Background: an optimization exercise with open tools, aiming at small area, a short achievable clock period and few clock cycles. Do not read the settings as production practice.
Function was checked by simulation only, so behaviour that the tests miss may differ from the original.

## the reference run
## sha256_core
module sha256_core (
    input  wire         clk,
    input  wire         rst,         
    input  wire         msg_valid,
    output wire         msg_ready,
    input  wire         msg_first,
    input  wire [31:0]  msg_word,
    output reg          done,
    output wire [255:0] digest
);
Size: about 1100 flip-flops, about 290 I/O pins.
Settings: LEC_CHECK=0, ABC_AREA=1, CAP_MARGIN=20, CORE_MARGIN=2, CORE_UTILIZATION=40, CTS_CLUSTER_DIAMETER=80, CTS_CLUSTER_SIZE=20, SLEW_MARGIN=20; clock period 10.0 ns.
standard.sh (not shown) runs the stock make flow with config.mk's settings and CLKGATE_MAP_FILE= SYNTH_SCRIPT=/design/flow/synth_recipe.tcl, a recipe that flattens the netlist after the stock synthesis.
==> flow/flow/run.sh <==
#!/bin/bash
set -euo pipefail
bash standard.sh "BUFFER_PORTS_ARGS=-buffer_cell sky130_fd_sc_hd__buf_1" \
    SETUP_SLACK_MARGIN=5.6 finish > make.log 2>&1
Testbench counts of the reference run, summed over its fixed seeds: cycles 24,976.
What the trial run does differently from the reference run at the input level:
-- flow/design.v --
<<< the reference run, line 17
    reg  [5:0]  rnd;      
    reg         ivsel;    
    reg  [31:0] w [0:15];
    reg  [31:0] a, b, c, d, e, f, g, h;
>>> the trial run, line 17
    reg  [5:0]  rnd;      
    reg         ivsel;    
    reg         ok;       
    reg         rpl;      
    reg  [1:0]  rpc;      
    reg         rp;       
    reg  [31:0] w [0:15];
    reg  [31:0] a, b, c, d, e, f, g, h;
<<< the reference run, line 23
    assign digest    = {h0, h1, h2, h3, h4, h5, h6, h7};
    wire accept = msg_valid & ~wfull;
    wire go     = pend | wfull;              
    wire ld_iv  = accept & (wcnt == 4'd0) & msg_first;
    wire ff     = fin | (wfull & (rnd[5:2] == 4'hf) & (rnd[1:0] != 2'd0));
    function [31:0] rotr(input [31:0] x, input integer n);
        rotr = (x >> n) | (x << (32 - n));
    endfunction
    reg  [31:0] k_t, k_nx;
    wire [5:0]  rnd_nx = rst ? 6'd0 : go ? rnd + 6'd1 : rnd;
    always @(posedge clk)
        k_t <= k_nx;
>>> the trial run, line 27
    assign digest    = {h0, h1, h2, h3, h4, h5, h6, h7};
    wire accept = msg_valid & ~wfull;
    wire go     = (pend | wfull) & ~rpl;     
    wire rp_end = rpl & (rpc == 2'd3);
    wire ld_iv  = (accept & (wcnt == 4'd0) & msg_first) | (rp_end & ivsel);
    wire ld_h   = fin | rpl;                 
    wire ff     = ld_h | (go & (rnd[5:2] == 4'hf) & (rnd[1:0] != 2'd0));
    wire rot    = (rpl & (rpc == 2'd0)) | (rp & go);    
    wire ok_nx  = ld_iv | fin | rp_end | (go & ok);
    function [31:0] rotr(input [31:0] x, input integer n);
        rotr = (x >> n) | (x << (32 - n));
    endfunction
    reg  [31:0] k_t, k_nx;
    wire [5:0]  rnd_nx = (rst | rpl) ? 6'd0 : go ? rnd + 6'd1 : rnd;
    always @(posedge clk)
        k_t <= k_nx;
<<< the reference run, line 115
        endcase
    end
    wire [31:0] ff_a = add32(ivsel ? iv_a : h3, a);
    wire [31:0] ff_e = add32(ivsel ? iv_e : h7, e);
    integer i;
    always @(posedge clk) begin
>>> the trial run, line 123
        endcase
    end
    wire [31:0] ff_a = add32((ivsel & ~rpl) ? iv_a : h3, rpl ? 32'd0 : a);
    wire [31:0] ff_e = add32((ivsel & ~rpl) ? iv_e : h7, rpl ? 32'd0 : e);
    integer i;
    always @(posedge clk) begin
<<< the reference run, line 126
            rnd   <= 6'd0;
            done  <= 1'b0;
        end else begin
            pend <= accept;
            done <= fin;
            fin  <= wfull & (rnd == 6'd63);
            if (accept) begin
                wcnt <= wcnt + 4'd1;
                if (wcnt == 4'd15)
                    wfull <= 1'b1;
            end
            if (go) begin
                rnd <= rnd + 6'd1;
                if (rnd == 6'd63)
                    wfull <= 1'b0;
>>> the trial run, line 134
            rnd   <= 6'd0;
            done  <= 1'b0;
            ok    <= 1'b0;
            rpl   <= 1'b0;
            rpc   <= 2'd0;
            rp    <= 1'b0;
        end else begin
            pend <= accept;
            done <= fin;
            fin  <= go & wfull & (rnd == 6'd63);
            ok   <= ok_nx;
            rnd  <= rnd_nx;
            if (accept) begin
                wcnt <= wcnt + 4'd1;
                if (wcnt == 4'd15) begin
                    wfull <= 1'b1;
                    if (!ok_nx)
                        rpl <= 1'b1;
                end
            end
            if (rpl) begin
                rpc <= rpc + 2'd1;
                if (rpc == 2'd3) begin
                    rpl <= 1'b0;
                    rp  <= 1'b1;
                end
            end
            if (go) begin
                if (rnd == 6'd14)
                    rp <= 1'b0;
                if (rnd == 6'd63)
                    wfull <= 1'b0;
<<< the reference run, line 145
        if (accept && wcnt == 4'd0)
            ivsel <= msg_first;
        if (accept || wfull) begin
            for (i = 0; i < 15; i = i + 1)
                w[i] <= w[i + 1];
            w[15] <= wfull ? w_next : msg_word;
        end
        if (ff) begin
>>> the trial run, line 170
        if (accept && wcnt == 4'd0)
            ivsel <= msg_first;
        if (accept || (wfull && !rpl) || rot) begin
            for (i = 0; i < 15; i = i + 1)
                w[i] <= w[i + 1];
            w[15] <= rot ? w[0] : wfull ? w_next : msg_word;
        end
        if (ff) begin
<<< the reference run, line 157
            a <= IV[255:224]; b <= IV[223:192]; c <= IV[191:160]; d <= IV[159:128];
            e <= IV[127:96];  f <= IV[95:64];   g <= IV[63:32];   h <= IV[31:0];
        end else if (fin) begin
            a <= ff_a; b <= h0; c <= h1; d <= h2;
            e <= ff_e; f <= h4; g <= h5; h <= h6;
        end else if (go) begin
            h <= g;
            g <= f;
>>> the trial run, line 182
            a <= IV[255:224]; b <= IV[223:192]; c <= IV[191:160]; d <= IV[159:128];
            e <= IV[127:96];  f <= IV[95:64];   g <= IV[63:32];   h <= IV[31:0];
        end else if (ld_h) begin
            a <= ff_a; b <= h0; c <= h1; d <= h2;
            e <= ff_e; f <= h4; g <= h5; h <= h6;
        end else begin
            h <= g;
            g <= f;
### Flow results
Summary: with the reference run as the reference, wire length reported by the detailed router in the trial run moved down by a few percent. The final-layout non-clock buffer area share on the reference run is in line with that on the trial run. Relative to the reference run, the count of non-CTS inverters in the layout measured on the trial run has decreased by more than 10%. NOTE global-route wire length before repair the reference run->the trial run decreased by a few percent. Compared with the reference run, the trial run has less setup slack. Looking at highest layer used for signal routing, the met4 result is from the trial run; the met5 one comes from the reference run. Summary of the trial run over the reference run: number of antenna repair diodes climbed 3, multi-input logic cell count now sits lower. The trial run vs. the reference run: sequential portion of the cell area went up by 1.2 points. Signal arrival time at the worst endpoint sits higher in the trial run than in the reference run. Compared with the reference run, in the trial run period utilization increased 0.67 points, combined area of all synthesized cells lower.
Testbench counts of the trial run, summed over its fixed seeds: cycles 24,976.

afterwards: timing with drivers on the ports:
Ports are ideal in the flow. The routed layouts listed here were re-timed in OpenROAD. Step 1 assumes that a clkbuf_16 drives the clock port and a buf_2 every other input. Step 2, shift: input delay + t, output delay - t, t = (earliest + latest rising clock arrival at the registers) / 2. This alone moves slack from input paths to output paths. a / b / c = no drivers / after step 1 / after step 2; a / b = the first two.
| run | t (ns) | setup WS [ns] | hold slack, ns | clock arrival spread, ns | cell pins on the clock port's net |
|---|---|---|---|---|---|
| the reference run | 0.784 | 5.566 / 5.566 / 4.860 | 0.409 / 0.409 / 0.409 | 0.043 / 0.043 | 1 |
| the trial run | 0.792 | 5.498 / 5.498 / 5.094 | 0.403 / 0.403 / 0.403 | 0.044 / 0.044 | 1 |
After both steps every run listed still meets setup and hold. The setup slack of the reference run, which loses most, moves by 0.000 ns with the drivers and by -0.706 ns with both steps.
